What follows belongs to an exercise in optimizing a design on an open flow for small area; a production flow would make more cautious choices.
Function was checked by simulation only, so behaviour that the tests miss may differ from the original.

lane 4:
==> flow/design.v (excerpt) <==
module hk_filter_chain (
    input  wire        clk,
    input  wire        rst,           
    input  wire        run,           
    input  wire        sync,          
    input  wire [1:0]  cfg_order,     
    input  wire [2:0]  cfg_dec,       
    input  wire [9:0]  cfg_avg_m,     
    input  wire        cfg_lin_en,
    input  wire        mod_bit,
    input  wire        lin_we,
    input  wire [5:0]  lin_addr,
    input  wire [31:0] lin_wdata,
    output wire        word_valid,
    output wire [2:0]  word_seq,
    output wire        word_settling,
    output wire [23:0] word_code,
    output wire [31:0] word_val
);
For scale: about 5,600 cells after synthesis, about 120 I/O pins, roughly 63,000 um^2 of cells after synthesis.
Settings: LEC_CHECK=0, CAP_MARGIN=20, CORE_MARGIN=2, CORE_UTILIZATION=60, CTS_BUF_LIST=sky130_fd_sc_hd__clkbuf_16, CTS_CLUSTER_DIAMETER=120, CTS_CLUSTER_SIZE=24, SLEW_MARGIN=20; clock period 18.0 ns.
run.sh (not shown) runs the stock make flow with config.mk's settings and CLKGATE_MAP_FILE= SYNTH_SCRIPT=/design/flow/synth_recipe.tcl, a recipe that flattens the netlist after the stock synthesis.
--- input diff lane 4..lane 1 ---
--- a/flow/design.v
+++ b/flow/design.v
@@ -285,55 +285,47 @@
                 ring[p*32 +: 32] <= ~((ring[(p+1)*32 +: 32] | {32{wsel[p]}}) &
                                       (lin_wdata | {32{wseln[p]}}));
             else
                 ring[p*32 +: 32] <= ~((ring[(p+1)*32 +: 32] | {32{wsel[p]}}) &
                                       (~lin_wdata | {32{wseln[p]}}));
         end
     end
     wire [4:0]  kk   = Q[23:19];
     wire [6:0]  dp   = {2'b0, kk} - {1'b0, r};
     wire [5:0]  pos  = dp[6] ? (dp[5:0] + 6'd33) : dp[5:0];
     wire        hit  = (st == ST_WAIT) & (pos[1:0] == 2'b00);
     reg  [3:0]  tsel;
-    wire [3:0]  tix  = (st == ST_DC) ? tsel : pos[5:2];
     reg  [31:0] tapv;
     integer t;
     always @(*) begin
         tapv = 32'd0;
         for (t = 0; t < 9; t = t + 1)
-            tapv = tapv | (ring[t*128 +: 32] & {32{tix == t}});
+            tapv = tapv | (ring[t*128 +: 32] &
+                           {32{(st == ST_DC) ? (tsel == t) : (pos[5:2] == t)}});
     end
     reg  [31:0] YL;
     reg  [32:0] Dr;
     reg  [31:0] A;
     reg  [1:0]  lb;
     reg         stk;
     reg  [2:0]  dg;
     wire [32:0] dsub;
     hk_rca #(33) u_ds (.a({tapv[31], tapv}), .b(~{YL[31], YL}), .ci(1'b1), .s(dsub), .co());
     wire [20:0] fe = {1'b0, Q[18:0], 1'b0};
     reg  [2:0]  dnext;
+    integer di;
     always @(*) begin
-        case (cnt)
-            4'd0:    dnext = fe[2:0];
-            4'd1:    dnext = fe[4:2];
-            4'd2:    dnext = fe[6:4];
-            4'd3:    dnext = fe[8:6];
-            4'd4:    dnext = fe[10:8];
-            4'd5:    dnext = fe[12:10];
-            4'd6:    dnext = fe[14:12];
-            4'd7:    dnext = fe[16:14];
-            4'd8:    dnext = fe[18:16];
-            default: dnext = fe[20:18];
-        endcase
+        dnext = 3'd0;
+        for (di = 0; di < 10; di = di + 1)
+            dnext = dnext | (fe[2*di +: 3] & {3{cnt == di}});
     end
     wire        b_one = dg[1] ^ dg[0];
     wire        b_two = (dg[2] ^ dg[1]) & ~(dg[1] ^ dg[0]);
     wire        b_neg = dg[2];
     wire [33:0] b_mag = b_one ? {Dr[32], Dr} : (b_two ? {Dr, 1'b0} : 34'd0);
     wire [33:0] bsum;
     hk_rca #(34) u_bo (.a({A[31], A[31], A}), .b(b_neg ? ~b_mag : b_mag), .ci(b_neg),
                        .s(bsum), .co());
     wire [31:0] q19 = {A[30:0], lb[1]};
     wire        up_l = lb[0] & (stk | lb[1]);
     wire [31:0] ylin;
     hk_rca #(32) u_fin (.a(YL), .b(q19), .ci(up_l), .s(ylin), .co());
Notes after the runs:
- Per the final summary, lane 1 finished and its layout is clean on timing, DRC and antenna.
- Lane 1 vs lane 4: worst setup slack down
- | area after synthesis | lane 1 vs lane 4 | 0.47% lower |
- Critical path buffer and inverter count: lane 1 vs lane 4 up 2
- Lane 4 → lane 1: fraction of area in multi-input gates barely changed; fraction of area in registers level; proportion of synthesized chip area in sequential cells rose by 0.26 points.
- Delta (lane 1 minus lane 4): die footprint dropped 0.46%, cell count climbed 0.43%, post-synthesis area per instance dropped about 1.2%, design area barely changed.

## re-timing with driven ports
Ports are ideal in the flow. The routed layouts listed here were re-timed in OpenROAD. Step 1 (the two cells are an assumption about what drives the block):
set clk [get_ports {clk}]
set_driving_cell -lib_cell sky130_fd_sc_hd__clkbuf_16 $clk
set_driving_cell -lib_cell sky130_fd_sc_hd__buf_2 [delete_from_list [all_inputs] $clk]
Step 2 also shifts input and output timing later by t, the mid clock arrival at the registers, as if the neighbouring blocks saw the same clock. Slacks: ideal ports / drivers / drivers and shift; pairs: ideal ports / drivers.
run	shift t [ns]	setup WS [ns]	worst setup path at the end	latest minus earliest clock arrival (ns)
lane 4	0.756	0.784 / 0.784 / 0.784	register to register	0.048 / 0.049
lane 1	0.776	0.684 / 0.684 / 0.652	input to register	0.062 / 0.062
After both steps every run listed still meets setup and hold. For lane 1, which loses most, drivers alone change the setup slack by 0.000 ns; drivers and shift together by -0.032 ns.
